This is an optimization exercise on Yosys and OpenROAD, whose aim is small area, a short achievable clock period and few clock cycles per item, not a production implementation. The RTL was checked by simulation tests, not by an equivalence proof against the original design.

Setup of JK:
==> flow/design.v (excerpt) <==
module gra_mac (
    input  wire         clk,
    input  wire         rst,
    input  wire         start,
    input  wire [6:0]   nwords,      
    input  wire [255:0] key,
    input  wire [63:0]  ctr,
    output wire         ready,
    input  wire         in_valid,
    input  wire [31:0]  in_data,
    output wire         in_ready,
    output wire         done,
    output wire [127:0] mac
);
Size: about 7,000 cells after synthesis.
export LEC_CHECK = 0
export ABC_AREA = 1
export CAP_MARGIN = 20
export CORE_MARGIN = 2
export CORE_UTILIZATION = 40
export SETUP_SLACK_MARGIN = 5
export SLEW_MARGIN = 20
export SYNTH_HIERARCHICAL = 1
create_clock -name core_clock -period 10.0 [get_ports {clk}]
standard.sh (not shown) runs the stock make flow with config.mk's settings and CLKGATE_MAP_FILE= SYNTH_SCRIPT=/design/flow/synth_recipe.tcl, a recipe that flattens the netlist after the stock synthesis.
==> flow/flow/run.sh <==
#!/bin/bash
set -euo pipefail
export BUFFER_PORTS_ARGS="-buffer_cell sky130_fd_sc_hd__buf_1"
export CTS_ARGS="-sink_clustering_enable -repair_clock_nets -dont_use_dummy_load"
sed -e 's/SETUP_SLACK_MARGIN=5/SETUP_SLACK_MARGIN=5.5/' standard.sh > standard_custom.sh
grep -q 'SETUP_SLACK_MARGIN=5.5' standard_custom.sh
bash standard_custom.sh > flow.log 2>&1
Testbench counts of JK, summed over its fixed seeds: cycles 102,088, items 320.
#### Input delta (MS over JK)
- ABC_AREA: 1 -> unset
==> flow/flow/run.sh <==
#!/bin/bash
set -euo pipefail
export BUFFER_PORTS_ARGS="-buffer_cell sky130_fd_sc_hd__buf_1"
export CTS_ARGS="-sink_clustering_enable -repair_clock_nets -dont_use_dummy_load -buf_list {sky130_fd_sc_hd__clkbuf_4 sky130_fd_sc_hd__clkbuf_8}"
sed -e 's/SETUP_SLACK_MARGIN=5/SETUP_SLACK_MARGIN=5.5/' standard.sh > standard_custom.sh
grep -q 'SETUP_SLACK_MARGIN=5.5' standard_custom.sh
bash standard_custom.sh > flow.log 2>&1
Findings:
Looking at via count normalized by instance count, MS sits about 2.3% above JK.
Summary of MS over JK: final instance count without filler cells moved down, routed wire length moved down.
Going from JK to MS, the via count of the first global-routing pass was found to have gone down by about 6%.
Of JK and MS, MS shows the lower total number of tap cells, with JK above it.
Mean routed wirelength per cell: MS lower than JK
Synthesized netlist cell count: JK and MS compared, lower one is MS


P:
Another version of the RTL of gra_mac (not shown whole).
For scale: about 6700 cells after synthesis, ~490 I/O pins, ~59000 sq um of cells after synthesis.
Settings: LEC_CHECK=0, ABC_AREA=1, CAP_MARGIN=20, CORE_MARGIN=2, CORE_UTILIZATION=50, SETUP_SLACK_MARGIN=5, SLEW_MARGIN=20, SYNTH_HIERARCHICAL=1, TNS_END_PERCENT=0; clock period 10.0 ns.
==> flow/flow/run.sh <==
#!/bin/bash
set -euo pipefail
export BUFFER_PORTS_ARGS="-buffer_cell sky130_fd_sc_hd__buf_1"
export CTS_ARGS="-sink_clustering_enable -repair_clock_nets -dont_use_dummy_load -buf_list {sky130_fd_sc_hd__clkbuf_4 sky130_fd_sc_hd__clkbuf_8}"
sed -e 's/SETUP_SLACK_MARGIN=5/SETUP_SLACK_MARGIN=5.5/' standard.sh > standard_custom.sh
grep -q 'SETUP_SLACK_MARGIN=5.5' standard_custom.sh
bash standard_custom.sh > flow.log 2>&1
P completed; timing, DRC and antenna clean
Testbench counts of P, summed over its fixed seeds: cycles 102,088, items 320.
### P -> Q
- a change of CORE_UTILIZATION from 50 to 40
- a deleted TNS_END_PERCENT that had been 0
==> flow/flow/run.sh <==
#!/bin/bash
set -euo pipefail
export BUFFER_PORTS_ARGS="-buffer_cell sky130_fd_sc_hd__buf_1"
export CTS_ARGS="-sink_clustering_enable -repair_clock_nets -dont_use_dummy_load -buf_list {sky130_fd_sc_hd__clkbuf_4 sky130_fd_sc_hd__clkbuf_8}"
sed -e 's/SETUP_SLACK_MARGIN=5/SETUP_SLACK_MARGIN=5.75/' standard.sh > standard_custom.sh
grep -q 'SETUP_SLACK_MARGIN=5.75' standard_custom.sh
bash standard_custom.sh > flow.log 2>&1
Findings:
Between P and Q, the flow reports final design instance area without fill increasing by a few percent.
Delta (Q minus P): routability-driven placement congestion ratio went down, overall die height went up.
Q: final cycle utilization of the critical path is 1.2 points lower than what P reported.
Comparing P and Q, total number of nets in the final design is higher on Q.
Relative to P, share of the core filled with cells in the final layout has decreased by 9.4 points in Q.
When Q is set beside P, its met3 capacity usage during global routing turns out to be 2.3 points smaller.
Relative to P, met2 layer usage reported by global route has decreased by 9.5 points in Q.
Where detailed router's first-iteration violation count is concerned, P is outperformed by Q.
Changes in R relative to Q:
==> flow/flow/run.sh <==
#!/bin/bash
set -euo pipefail
export BUFFER_PORTS_ARGS="-buffer_cell sky130_fd_sc_hd__buf_1"
export CTS_ARGS="-sink_clustering_enable -repair_clock_nets -dont_use_dummy_load -buf_list {sky130_fd_sc_hd__clkbuf_4 sky130_fd_sc_hd__clkbuf_8}"
sed -e 's/SETUP_SLACK_MARGIN=5/SETUP_SLACK_MARGIN=5.5/' standard.sh > standard_custom.sh
grep -q 'SETUP_SLACK_MARGIN=5.5' standard_custom.sh
bash standard_custom.sh > flow.log 2>&1
R ended with every stage complete and zero timing, DRC or antenna violations. The run showing the greater arrival time of data at the critical path endpoint is R. Post-route worst setup slack: R vs Q down 170 ps. R — total number of vias about 2.8% lower, Q as reference. Measured against each other, Q and R differ in violation count after the first detailed-routing iteration, the higher figure coming from Q.


== build 79 ==
Another version of the RTL of gra_mac (not shown whole).
For scale: roughly 7800 cells after synthesis, ~1100 flip-flops, ~63000 sq um of cells after synthesis.
clock: 10.0 ns
lec_check: 0
abc_area: 1
cap_margin: 20
core_margin: 2
core_utilization: 40
cts_cluster_size: 40
setup_slack_margin: 5
slew_margin: 20
synth_hierarchical: 1
run.sh (not shown) runs the stock make flow with config.mk's settings and CLKGATE_MAP_FILE= SYNTH_SCRIPT=/design/flow/synth_recipe.tcl, a recipe that flattens the netlist after the stock synthesis.
Stock flow here: none of the scripts above is used.
Testbench counts of build 79, summed over its fixed seeds: cycles 102,088, items 320.
[inputs] build 23 vs build 79
- clearing CTS_CLUSTER_SIZE, which used to be 40
## What came out
As far as number of design rule violations left after detail routing goes, build 23 and build 79 are indistinguishable; the numbers are identical.
Post-route met1 wirelength came out exactly the same in build 79 and build 23.
From build 79 to build 23 the numbers moved as follows: global-route wire length before repair ~0 delta; count of inverters other than clock inverters in the layout ~0 delta.
Diff build 23..build 79 | number of buffers and inverters on the critical path | unchanged
As far as number of setup violations in the final report goes, build 79 and build 23 are indistinguishable; the numbers are identical.
Comparing build 79 against build 23, there is no change at all in share of the core filled with cells in the final layout.
From build 79 to build 23, clock buffer count from CTS did not move at all.
From build 23 to build 79, global-route track usage on met3 did not move at all.
Build 23 -> build 79: number of synthesized register bits delta 0, exact match
## Diff of input files: build 52 against build 23
- CTS_BUF_LIST: unset -> sky130_fd_sc_hd__clkbuf_4 sky130_fd_sc_hd__clkbuf_8
[summary]
Build 52 ends up with a CTS H-tree depth that is 1 higher than in build 23.
Build 52 ended with more global-route wire length before repair than build 23.
When build 52 is measured against build 23, its minimum clock period after layout turns out 4.7 ps higher.

==> port drivers added, routing unchanged <==
No port has a modelled driver above. Below, the same layouts with a new extraction and two added sets of constraints.
Step 1 (the two cells are an assumption about what drives the block):
set clk [get_ports {clk}]
set_driving_cell -lib_cell sky130_fd_sc_hd__clkbuf_16 $clk
set_driving_cell -lib_cell sky130_fd_sc_hd__buf_2 [delete_from_list [all_inputs] $clk]
Step 2 also shifts input and output timing later by t, the mid clock arrival at the registers, as if the neighbouring blocks saw the same clock.
a / b / c = ideal ports / drivers / drivers and shift; a / b = the first two.
run | t, ns | slack for setup (ns) | hold slack, ns | latest minus earliest clock arrival (ns) | cell pins on the clock port's net
JK | 0.788 | 5.488 / 5.488 / 5.488 | 0.296 / 0.296 / 0.296 | 0.106 / 0.106 | 1
MS | 0.938 | 5.124 / 5.124 / 4.816 | 0.246 / 0.246 / 0.246 | 0.100 / 0.100 | 1
P | 0.973 | 5.413 / 5.413 / 5.413 | 0.259 / 0.259 / 0.259 | 0.143 / 0.144 | 1
Q | 0.971 | 5.534 / 5.534 / 5.534 | 0.241 / 0.241 / 0.241 | 0.127 / 0.127 | 1
R | 0.951 | 5.368 / 5.368 / 5.368 | 0.256 / 0.256 / 0.256 | 0.142 / 0.142 | 1
build 79 | 0.844 | 5.065 / 5.065 / 5.065 | 0.307 / 0.307 / 0.307 | 0.057 / 0.058 | 1
build 23 | 0.844 | 5.065 / 5.065 / 5.065 | 0.307 / 0.307 / 0.307 | 0.057 / 0.058 | 1
build 52 | 1.046 | 5.061 / 5.061 / 5.061 | 0.304 / 0.304 / 0.304 | 0.057 / 0.057 | 1
After both steps every run listed still meets setup and hold. The setup slack of MS, which loses most, moves by 0.000 ns with the drivers and by -0.308 ns with both steps.
